This design comes from an exercise in tuning for small area, a short achievable clock period and few clock cycles per item on the open sky130 flow, not from production work. In this exercise RTL edits were held to simulation tests only and were not proved equivalent to the original.

## the previous run
## line_factor
module line_factor (
    input  wire        clk,
    input  wire        rst,
    input  wire        req_valid,
    output wire        req_ready,
    input  wire [3:0]  req_phase,
    input  wire        req_norm_en,
    input  wire [31:0] req_exp_ref,
    input  wire [31:0] req_exp_meas,
    input  wire [17:0] req_norm_min,
    input  wire [17:0] req_norm_max,
    input  wire        req_drift_upd,
    input  wire        req_drift_first,
    input  wire [17:0] req_drift_mean,
    input  wire [3:0]  req_drift_shift,
    input  wire [17:0] req_drift_ref,
    input  wire [5:0]  req_drift_range,
    output wire        rsp_valid,
    input  wire        rsp_ready,
    output wire [17:0] rsp_ratio,
    output wire        rsp_norm_clamp,
    output wire [17:0] rsp_drift,
    output wire        rsp_drift_clamp
);
export LEC_CHECK = 0
export CAP_MARGIN = 20
export CORE_MARGIN = 2
export CORE_UTILIZATION = 60
export CTS_CLUSTER_DIAMETER = 100
export CTS_CLUSTER_SIZE = 24
export SLEW_MARGIN = 20
create_clock -name core_clock -period 10.0 [get_ports {clk}]
standard.sh (not shown) runs the stock make flow with config.mk's settings and CLKGATE_MAP_FILE= SYNTH_SCRIPT=/design/flow/synth_recipe.tcl, a recipe that flattens the netlist after the stock synthesis.
==> flow/flow/run.sh <==
#!/bin/bash
set -euo pipefail
bash standard.sh SETUP_SLACK_MARGIN=6.4 finish > flow_make.log 2>&1
Testbench counts of the previous run, summed over its fixed seeds: cycles 2,576, items 2,400.
--- input diff the previous run..the current run ---
# the previous run
export LEC_CHECK = 0
export CAP_MARGIN = 20
export CORE_MARGIN = 2
export CORE_UTILIZATION = 60
export CTS_CLUSTER_DIAMETER = 100
export CTS_CLUSTER_SIZE = 24
export SLEW_MARGIN = 20
create_clock -name core_clock -period 10.0 [get_ports {clk}]
# the current run
export LEC_CHECK = 0
export CAP_MARGIN = 20
export CORE_MARGIN = 2
export CORE_UTILIZATION = 50
export CTS_CLUSTER_DIAMETER = 100
export CTS_CLUSTER_SIZE = 24
export SLEW_MARGIN = 20
create_clock -name core_clock -period 10.0 [get_ports {clk}]
As of the current run, first-pass GRT wire length had fallen by a few percent compared to the previous run. On worst setup slack, the lower figure sits with the previous run, not the current run. Looking at largest fanout of any net on the critical path, the current run sits 2 higher than the previous run does. Row placement-stage cell area: the current run higher / the previous run lower.

* * *

build 9:
Another version of the RTL of line_factor (not shown whole).
For scale: roughly 16000 cells after synthesis, ~5200 flip-flops, about 0.19 mm² of cells after synthesis.
clock: 10.0 ns
lec_check: 0
cap_margin: 20
core_margin: 2
core_utilization: 50
cts_cluster_diameter: 100
cts_cluster_size: 24
slew_margin: 20
==> flow/flow/run.sh <==
#!/bin/bash
set -euo pipefail
bash standard.sh SETUP_SLACK_MARGIN=6.2 finish > flow_make.log 2>&1
Testbench counts of build 9, summed over its fixed seeds: cycles 2,576, items 2,400.
## Diff of input files: build 74 against build 9
==> flow/flow/run.sh <==
#!/bin/bash
set -euo pipefail
bash standard.sh SETUP_SLACK_MARGIN=6.8 finish > flow_make.log 2>&1
Going from build 9 to build 74, routed length per placed instance climbed about 7%; final cell count climbed about 3%; TritonCTS sink count barely changed; number of optimization iterations in the first detailed-route pass climbed 3.
Build 74 — net count of the finished layout 3.7% higher, build 9 as reference
### build 74 -> build 32
==> flow/flow/run.sh <==
#!/bin/bash
set -euo pipefail
bash standard.sh SETUP_SLACK_MARGIN=6.4 finish > flow_make.log 2>&1
[summary]
[compare] base=build 74 new=build 32: count of non-CTS buffers in the layout -about 40%; sequential portion of the cell area climbed 2.0 points; total via count after detailed routing dropped 3431; instance area after placement flat.

* * *

## oak
line_factor again, from the RTL that the note above started with.
==> flow/config.mk <==
export PLATFORM = sky130hd
export DESIGN_NAME = line_factor
export DESIGN_NICKNAME = line_factor
export VERILOG_FILES = /design/flow/design.v
export SDC_FILE = /design/flow/constraint.sdc
export NUM_CORES = 4
export LEC_CHECK = 0
export CAP_MARGIN = 20
export CORE_MARGIN = 2
export CORE_UTILIZATION = 50
export CTS_CLUSTER_DIAMETER = 100
export CTS_CLUSTER_SIZE = 24
export SLEW_MARGIN = 20
==> flow/constraint.sdc <==
create_clock -name core_clock -period 10.0 [get_ports {clk}]
set_input_delay 2.0000 -clock core_clock [delete_from_list [all_inputs] [get_ports {clk}]]
set_output_delay 2.0000 -clock core_clock [all_outputs]
set_load 0.01 [all_outputs]
==> flow/flow/run.sh <==
#!/bin/bash
set -euo pipefail
bash standard.sh SETUP_SLACK_MARGIN=6.6 finish > flow_make.log 2>&1
Testbench counts of oak, summed over its fixed seeds: cycles 2,576, items 2,400.
Inputs modified between oak and pine:
==> flow/flow/run.sh <==
#!/bin/bash
set -euo pipefail
bash standard.sh SETUP_SLACK_MARGIN=6.0 finish > flow_make.log 2>&1
Notes after the runs:
Against oak, pine reports a total area of multi-input combinational cells that is lower. Detailed-route vias per instance across oak and pine: no real change. Of pine and oak, it is pine that has the lower pre-CTS setup slack.

* * *

## the baseline
Another version of the RTL of line_factor (not shown whole).
For scale: roughly 17000 cells after synthesis, about 5200 flip-flops, ~200 I/O pins, about 210000 um^2 of cells after synthesis.
==> flow/design.v (excerpt) <==
module line_factor (
    input  wire        clk,
    input  wire        rst,
    input  wire        req_valid,
    output wire        req_ready,
    input  wire [3:0]  req_phase,
    input  wire        req_norm_en,
    input  wire [31:0] req_exp_ref,
    input  wire [31:0] req_exp_meas,
    input  wire [17:0] req_norm_min,
    input  wire [17:0] req_norm_max,
    input  wire        req_drift_upd,
    input  wire        req_drift_first,
    input  wire [17:0] req_drift_mean,
    input  wire [3:0]  req_drift_shift,
    input  wire [17:0] req_drift_ref,
    input  wire [5:0]  req_drift_range,
    output wire        rsp_valid,
    input  wire        rsp_ready,
    output wire [17:0] rsp_ratio,
    output wire        rsp_norm_clamp,
    output wire [17:0] rsp_drift,
    output wire        rsp_drift_clamp
);
Settings: LEC_CHECK=0, CAP_MARGIN=20, CORE_MARGIN=2, CORE_UTILIZATION=50, CTS_CLUSTER_DIAMETER=100, CTS_CLUSTER_SIZE=24, SETUP_SLACK_MARGIN=5, SLEW_MARGIN=20; clock period 10.0 ns.
run.sh (not shown) runs the stock make flow with config.mk's settings and CLKGATE_MAP_FILE= SYNTH_SCRIPT=/design/flow/synth_recipe.tcl, a recipe that flattens the netlist after the stock synthesis.
Stock flow here: none of the scripts above is used.
The baseline went all the way through synthesis, placement and routing and the layout is clean on timing, DRC and antenna.
Testbench counts of the baseline, summed over its fixed seeds: cycles 2,576, items 2,400.
## Diff of input files: the candidate against the baseline
- a deleted SETUP_SLACK_MARGIN that had been 5
==> flow/flow/run.sh (new file) <==
#!/bin/bash
set -euo pipefail
bash standard.sh SETUP_SLACK_MARGIN=6.3 finish > flow_make.log 2>&1
==> flow/standard.sh (new file) <==
#!/bin/bash
# synth_recipe.tcl (not shown) runs the flow's synth.tcl, then flattens the netlist and writes it again
# the make line also repeats each setting of config.mk as NAME=value (left out here)
make -C /OpenROAD-flow-scripts/flow DESIGN_CONFIG=/design/flow/config.mk WORK_HOME=/design/flow/orfs CLKGATE_MAP_FILE= SYNTH_SCRIPT=/design/flow/synth_recipe.tcl "${@:-finish}"
removed: flow/run.sh
--- outcome ---
Compared the baseline against the candidate; area share of and/or/nand/nor cells after synthesis within noise.
Relative to the baseline, the final cell area reported for the candidate is higher.
As far as aggregate global-route resource usage is concerned, the baseline and the candidate perform about the same.
Diff the baseline -> the candidate: clock period minus final worst setup slack has decreased; first-pass GRT wire length saw a decrease; count of clock-net buffers in the final layout grew by 2.
Of the two values seen for source of the critical timing path, rsp_ready was produced by the baseline and a_ma[0] by the candidate.
Total detailed-routing wirelength was lower in the baseline than in the candidate.
Taking the baseline as the reference, in the candidate slack of the critical path shows an increase of 0.48 ns; maximum frequency from static timing analysis picked up an extra 11%; non-clock inverter total of the final layout +0.31%.

* * *

## T
Another version of the RTL of line_factor (not shown whole).
Size: ~4900 flip-flops, about 0.19 mm² of cells after synthesis.
Settings: LEC_CHECK=0, CAP_MARGIN=20, CORE_MARGIN=2, CORE_UTILIZATION=55, SETUP_SLACK_MARGIN=5, SLEW_MARGIN=20; clock period 10.0 ns.
Stock flow here: none of the scripts above is used.
Status T: flow complete, layout not clean - antenna violations
Testbench counts of T, summed over its fixed seeds: cycles 2,568, items 2,400.
Relative to T, the following input files were edited for S:
- SETUP_SLACK_MARGIN removed (was 5)
==> flow/flow/run.sh (new file) <==
#!/bin/bash
set -euo pipefail
bash standard.sh SETUP_SLACK_MARGIN=6.3 finish > flow_make.log 2>&1
==> flow/standard.sh (new file) <==
#!/bin/bash
# synth_recipe.tcl (not shown) runs the flow's synth.tcl, then flattens the netlist and writes it again
# the make line also repeats each setting of config.mk as NAME=value (left out here)
make -C /OpenROAD-flow-scripts/flow DESIGN_CONFIG=/design/flow/config.mk WORK_HOME=/design/flow/orfs CLKGATE_MAP_FILE= SYNTH_SCRIPT=/design/flow/synth_recipe.tcl "${@:-finish}"
removed: flow/run.sh
- Out of T and S, the only run to close with the timing, design-rule and antenna checks passing was S.
- Although it ran to completion, T produced a layout that fails the final checks because of antenna violations.
- Summary of S over T: worst hold slack decreased by 0.0056 ns relative to the old numbers; fraction of area in multi-input gates increased by 0.17 points relative to the old numbers.

* * *

== old ==
line_factor, a different RTL version from the one above (not shown whole).
For scale: about 16,000 cells after synthesis, roughly 200 I/O pins, roughly 190,000 um2 of cells after synthesis.
export LEC_CHECK = 0
export CAP_MARGIN = 20
export CORE_MARGIN = 2
export CORE_UTILIZATION = 50
export CTS_CLUSTER_DIAMETER = 100
export CTS_CLUSTER_SIZE = 28
export SLEW_MARGIN = 20
create_clock -name core_clock -period 10.0 [get_ports {clk}]
standard.sh (not shown) runs the stock make flow with config.mk's settings and CLKGATE_MAP_FILE= SYNTH_SCRIPT=/design/flow/synth_recipe.tcl, a recipe that flattens the netlist after the stock synthesis.
==> flow/flow/run.sh <==
#!/bin/bash
set -euo pipefail
bash standard.sh SETUP_SLACK_MARGIN=6.4 finish > flow_make.log 2>&1
Testbench counts of old, summed over its fixed seeds: cycles 2,576, items 2,400.
Relative to old, the following input files were edited for new:
- CTS_CLUSTER_SIZE changed from 28 to 24
Notes after the runs:
Delta (new minus old): count of clock-buffer cells in the layout now larger; global routing usage summed across all routing layers essentially unchanged. Status: number of nets in the final layout parity (old, new).

-- re-timing with driven ports --
Ports are ideal in the flow. The routed layouts listed here were re-timed in OpenROAD.
Step 1, drivers: a clkbuf_16 drives clk and a buf_2 each remaining input, both assumed.
Step 2 times the ports against the registers' clock, not the clock port: input delays grow and output delays shrink by t, the midpoint of the rising clock arrivals with the driver on.
Three values: ideal ports, drivers, drivers and shift; two values: the first two.
| run | t, ns | slack for setup (ns) | worst register clock-pin slew, ns |
|---|---|---|---|
| the previous run | 1.054 | 5.838 / 5.838 / 5.542 | 0.11 / 0.11 |
| the current run | 1.031 | 5.872 / 5.872 / 5.606 | 0.10 / 0.10 |
| build 9 | 1.071 | 5.917 / 5.917 / 5.443 | 0.11 / 0.11 |
| build 74 | 1.078 | 5.861 / 5.861 / 5.861 | 0.10 / 0.10 |
| build 32 | 1.073 | 6.069 / 6.069 / 5.526 | 0.10 / 0.10 |
| oak | 1.074 | 5.924 / 5.924 / 5.715 | 0.10 / 0.10 |
| pine | 1.086 | 5.875 / 5.875 / 5.200 | 0.10 / 0.10 |
| the baseline | 1.096 | 5.272 / 5.273 / 4.273 | 0.10 / 0.10 |
| the candidate | 1.071 | 5.757 / 5.757 / 5.230 | 0.10 / 0.10 |
| T | 1.067 | 5.174 / 5.174 / 4.387 | 0.07 / 0.07 |
| S | 1.071 | 5.471 / 5.471 / 4.965 | 0.07 / 0.07 |
| old | 1.028 | 5.915 / 5.915 / 5.541 | 0.11 / 0.11 |
| new | 1.062 | 6.003 / 6.003 / 5.511 | 0.10 / 0.10 |
For the baseline, which loses most, drivers alone change the setup slack by +0.001 ns; drivers and shift together by -0.999 ns.
